Background: an optimization exercise with open tools, aiming at small area, a short achievable clock period and few clock cycles. Do not read the settings as production practice. Function was checked by simulation only, so behaviour that the tests miss may differ from the original.

==> run Z: inputs <==
## cor_convert
module cor_convert (
    input  wire         clk,
    input  wire         rst,
    input  wire         in_valid,
    output wire         in_ready,
    input  wire [31:0]  in_x,
    input  wire [31:0]  in_y,
    input  wire [31:0]  in_z,
    input  wire [31:0]  in_xmin,
    input  wire [31:0]  in_ymin,
    input  wire [23:0]  in_pitch_x,
    input  wire [23:0]  in_pitch_y,
    input  wire [31:0]  in_zgain,
    output reg          rd_en,
    output reg  [5:0]   rd_i,
    output reg  [5:0]   rd_j,
    input  wire [383:0] rd_data,
    output reg          out_valid,
    output reg  [23:0]  out_cx,
    output reg  [23:0]  out_cy,
    output reg  [23:0]  out_cz,
    output reg          out_clamp,
    output reg  [2:0]   out_sat
);
Settings: LEC_CHECK=0, CAP_MARGIN=20, CORE_MARGIN=2, CORE_UTILIZATION=50, SETUP_SLACK_MARGIN=5, SLEW_MARGIN=20; clock period 15.0 ns.
standard.sh (not shown) runs the stock make flow with config.mk's settings and CLKGATE_MAP_FILE= SYNTH_SCRIPT=/design/flow/synth_recipe.tcl, a recipe that flattens the netlist after the stock synthesis.
==> flow/flow/run.sh <==
#!/bin/bash
set -euo pipefail
bash standard.sh SETUP_SLACK_MARGIN=10.95 \
    "BUFFER_PORTS_ARGS=-buffer_cell sky130_fd_sc_hd__buf_2" finish > standard_make.log 2>&1
==> inputs of run B, as changes to run Z <==
--- a/flow/design.v
+++ b/flow/design.v
@@ -21,26 +21,25 @@
     output reg  [23:0]  out_cz,
     output reg          out_clamp,
     output reg  [2:0]   out_sat
 );
     reg [5:0] ph;                   
-    reg       nrdy;                 
+    reg       rdy;                  
     reg       fp;                   
     reg       va, vb, v1, v2;       
     wire      ph0 = ph[0];
     wire      ph1 = ph[1];
     wire      ph2 = ph[2];
     wire      ph3 = ph[3];
     wire      ph4 = ph[4];
     wire      ph5 = ph[5];
-    assign in_ready = ~nrdy;
+    assign in_ready = rdy;
     reg  [63:0] wx0, wy0, wx1, wy1;  
     reg  [23:0] px0, py0, px1, py1;
     reg  [25:0] p3x0, p3y0, p3x1, p3y1;    
     reg  [31:0] zr, zgr;
-    reg  [3:0]  hx0, hy0, hx1, hy1;  
-    reg         cl0, ex0, ey0, zx0, zy0, cl1, ex1, ey1, zx1, zy1;
+    reg         cl0, ex0, ey0, cl1, ex1, ey1;
     function [25:0] dstep4;
         input [23:0] rem;
         input [1:0]  b;
         input [23:0] p;
         input [25:0] p3;
@@ -55,27 +54,29 @@
             else              dstep4 = {2'd0, rem[21:0], b};
         end
     endfunction
     wire [63:0] wxs = fp ? wx0 : wx1;
     wire [63:0] wys = fp ? wy0 : wy1;
-    wire [3:0]  hxs = fp ? hx0 : hx1;
-    wire [3:0]  hys = fp ? hy0 : hy1;
     wire [23:0] pxs = fp ? px0 : px1;
     wire [23:0] pys = fp ? py0 : py1;
     wire [33:0] nx  = {{2{wxs[63]}}, wxs[63:32]} - {{2{wxs[31]}}, wxs[31:0]};
     wire [33:0] ny  = {{2{wys[63]}}, wys[63:32]} - {{2{wys[31]}}, wys[31:0]};
-    wire [45:0] wxp = {nx[29:0], 16'd0};
-    wire [45:0] wyp = {ny[29:0], 16'd0};
+    wire [32:0] nnx = nx[33] ? 33'd0 : nx[32:0];
+    wire [32:0] nny = ny[33] ? 33'd0 : ny[32:0];
+    wire [34:0] ex_s = {{3{wxs[63]}}, wxs[63:32]} - {{3{wxs[31]}}, wxs[31:0]} - {5'd0, pxs, 6'd0};
+    wire [34:0] ey_s = {{3{wys[63]}}, wys[63:32]} - {{3{wys[31]}}, wys[31:0]} - {5'd0, pys, 6'd0};
+    wire [34:0] gx_s = {{3{wxs[63]}}, wxs[63:32]} + ~{{3{wxs[31]}}, wxs[31:0]} + ~{5'd0, pxs, 6'd0} + 35'd1;
+    wire [34:0] gy_s = {{3{wys[63]}}, wys[63:32]} + ~{{3{wys[31]}}, wys[31:0]} + ~{5'd0, pys, 6'd0} + 35'd1;
+    wire        gex = ~ex_s[34];
+    wire        gey = ~ey_s[34];
+    wire        gtx = ~gx_s[34];
+    wire        gty = ~gy_s[34];
+    wire        clp = nx[33] | ny[33] | gtx | gty;
+    wire [45:0] wxp = {nnx[29:6], nnx[5:0], 16'd0};
+    wire [45:0] wyp = {nny[29:6], nny[5:0], 16'd0};
     wire [25:0] p3xp = {2'b00, pxs} + {1'b0, pxs, 1'b0};
     wire [25:0] p3yp = {2'b00, pys} + {1'b0, pys, 1'b0};
-    wire [32:0] fnx = {hxs[2:0], wxs[45:16]};
-    wire [32:0] fny = {hys[2:0], wys[45:16]};
-    wire        gex = ~hxs[3] & (fnx >= {3'd0, pxs, 6'd0});
-    wire        gey = ~hys[3] & (fny >= {3'd0, pys, 6'd0});
-    wire        gtx = ~hxs[3] & (fnx >  {3'd0, pxs, 6'd0});
-    wire        gty = ~hys[3] & (fny >  {3'd0, pys, 6'd0});
-    wire        clp = hxs[3] | hys[3] | gtx | gty;
     wire [25:0] sx0 = dstep4(wx0[45:22], wx0[21:20], px0, p3x0);
     wire [25:0] sy0 = dstep4(wy0[45:22], wy0[21:20], py0, p3y0);
     wire [25:0] sx1 = dstep4(wx1[45:22], wx1[21:20], px1, p3x1);
     wire [25:0] sy1 = dstep4(wy1[45:22], wy1[21:20], py1, p3y1);
     wire [45:0] wxn0 = {sx0[23:0], wx0[19:0], sx0[25:24]};
@@ -84,12 +85,10 @@
     wire [45:0] wyn1 = {sy1[23:0], wy1[19:0], sy1[25:24]};
     wire [21:0] qxf = fp ? wxn1[21:0] : wxn0[21:0];
     wire [21:0] qyf = fp ? wyn1[21:0] : wyn0[21:0];
     wire        exf = fp ? ex1 : ex0;
     wire        eyf = fp ? ey1 : ey0;
-    wire        zxf = fp ? zx1 : zx0;
-    wire        zyf = fp ? zy1 : zy0;
     wire        clf = fp ? cl1 : cl0;
     reg [16:0] h_fx, h_fy, fyr;
     reg        h_cl, clm;
     reg [8:0]  fx1, fx2, fxn;       
     function [26:0] benc;           
@@ -174,14 +173,15 @@
             px0 <= in_pitch_x;
             py0 <= in_pitch_y;
         end else if (ph1 & fp) begin
             wx0[45:0] <= wxp;
             wy0[45:0] <= wyp;
-            hx0  <= nx[33:30];
-            hy0  <= ny[33:30];
             p3x0 <= p3xp;
             p3y0 <= p3yp;
+            ex0  <= gex;
+            ey0  <= gey;
+            cl0  <= clp;
         end else begin
             wx0[45:0] <= wxn0;
             wy0[45:0] <= wyn0;
         end
         if (ph0 & fp) begin
@@ -190,42 +190,29 @@
             px1 <= in_pitch_x;
             py1 <= in_pitch_y;
         end else if (ph1 & ~fp) begin
             wx1[45:0] <= wxp;
             wy1[45:0] <= wyp;
-            hx1  <= nx[33:30];
-            hy1  <= ny[33:30];
             p3x1 <= p3xp;
             p3y1 <= p3yp;
+            ex1  <= gex;
+            ey1  <= gey;
+            cl1  <= clp;
         end else begin
             wx1[45:0] <= wxn1;
             wy1[45:0] <= wyn1;
         end
-        if (ph2 & fp) begin
-            ex0 <= gex;
-            ey0 <= gey;
-            zx0 <= hxs[3];
-            zy0 <= hys[3];
-            cl0 <= clp;
-        end
-        if (ph2 & ~fp) begin
-            ex1 <= gex;
-            ey1 <= gey;
-            zx1 <= hxs[3];
-            zy1 <= hys[3];
-            cl1 <= clp;
-        end
         if (ph0) begin
             zr    <= in_z;
             zgr   <= in_zgain;
-            h_fx  <= {exf, qxf[15:0] & {16{~(exf | zxf)}}};
-            h_fy  <= {eyf, qyf[15:0] & {16{~(eyf | zyf)}}};
+            h_fx  <= exf ? 17'h10000 : {1'b0, qxf[15:0]};
+            h_fy  <= eyf ? 17'h10000 : {1'b0, qyf[15:0]};
             h_cl  <= clf;
         end
         if (ph1) zt2 <= zt_s;
-        rd_i  <= (qxf[21:16] & {6{~zxf}}) | {6{exf}};
-        rd_j  <= (qyf[21:16] & {6{~zyf}}) | {6{eyf}};
+        rd_i  <= exf ? 6'd63 : qxf[21:16];
+        rd_j  <= eyf ? 6'd63 : qyf[21:16];
         if (ph0) clm <= h_cl;
         if (ph3) begin
             fx1 <= fx_enc[8:0];
             fx2 <= fx_enc[17:9];
             fxn <= fx_enc[26:18];
@@ -249,22 +236,23 @@
         out_cz    <= hz;
         out_cx    <= hx;
         out_cy    <= code;
         out_sat   <= {hsz, sat, hsx};
         out_clamp <= clm;
-        nrdy <= ~(ph5 | rst);
         if (rst) begin
             ph        <= 6'b000001;
+            rdy       <= 1'b1;
             fp        <= 1'b0;
             va        <= 1'b0;
             vb        <= 1'b0;
             v1        <= 1'b0;
             v2        <= 1'b0;
             rd_en     <= 1'b0;
             out_valid <= 1'b0;
         end else begin
             ph        <= {ph[4:0], ph[5]};
+            rdy       <= ph5;
             rd_en     <= ph0 & vb;
             out_valid <= ph0 & v2;
             if (ph0) begin
                 fp <= ~fp;
                 va <= in_valid;
==> flow/flow/run.sh (replaced) <==
#!/bin/bash
set -euo pipefail
bash standard.sh SETUP_SLACK_MARGIN=11.1 \
    "BUFFER_PORTS_ARGS=-buffer_cell sky130_fd_sc_hd__buf_2" finish > standard_make.log 2>&1
==> inputs of run A, as changes to run Z <==
==> flow/flow/run.sh (replaced) <==
#!/bin/bash
set -euo pipefail
bash standard.sh SETUP_SLACK_MARGIN=10.8 \
    "BUFFER_PORTS_ARGS=-buffer_cell sky130_fd_sc_hd__buf_2" finish > standard_make.log 2>&1
==> results_dict.tcl <==
set metrics [dict create \
    core_area_um2 222000 \
    drtPass1Iterations 6 \
    arrival_ns 1.34 \
    status "finished clean" \
]
(the above is from run A)
==> results_dict.tcl <==
set metrics [dict create \
    drive_above_1_share_pct 19.0 \
    core_area_um2 229000 \
    status "finished clean" \
    dieWidth_um 484 \
    synthXorXnorAreaFrac_pct 9.60 \
    clock_sinks 1426 \
    arrival_ns 1.46 \
    dieArea_um2 234000 \
    timing.fmax_ghz 0.224 \
]
(the above is from run B)
==> results_dict.tcl <==
set metrics [dict create \
    grt_busiest_layer "met2" \
    crit_path_start_kind "register" \
    status "finished clean" \
    arrival_ns 1.37 \
    crit_slowest_cell "dfxtp_4" \
    core_area_um2 222000 \
    seq_area_um2 34800 \
]
(the above is from run Z)
Testbench counts of run Z, summed over its fixed seeds: cycles 12,488.
Testbench counts of run B, summed over its fixed seeds: cycles 12,488.
Testbench counts of run A, summed over its fixed seeds: cycles 12,488.

==> what the ideal ports hide <==
The results above use ideal ports. As a check the final layouts listed here were re-extracted and re-timed, cells and wires unchanged.
Step 1, drivers: a clkbuf_16 drives clk and a buf_2 each remaining input, both assumed.
Step 2 adds t to the input delays and takes it off the output delays; t is the mean of the earliest and latest rising clock arrival at the registers after step 1. Input paths then give back, and output paths get back, about the clock's delay inside the block.
a / b / c = ideal ports / drivers / drivers and shift; a / b = the first two.
run	t (ns)	slack for setup (ns)	hold slack, ns	worst setup path after step 2	worst slew at a driven data input, ns
run Z	0.912	10.627 / 10.532 / 10.628	0.339 / 0.339 / 0.339	input to register	0.21
run B	0.948	10.535 / 10.431 / 10.174	0.325 / 0.325 / 0.325	input to register	0.20
run A	0.941	10.663 / 10.557 / 10.442	0.335 / 0.335 / 0.335	input to register	0.23
After both steps every run listed still meets setup and hold. The setup slack of run B, which loses most, moves by -0.104 ns with the drivers and by -0.361 ns with both steps.
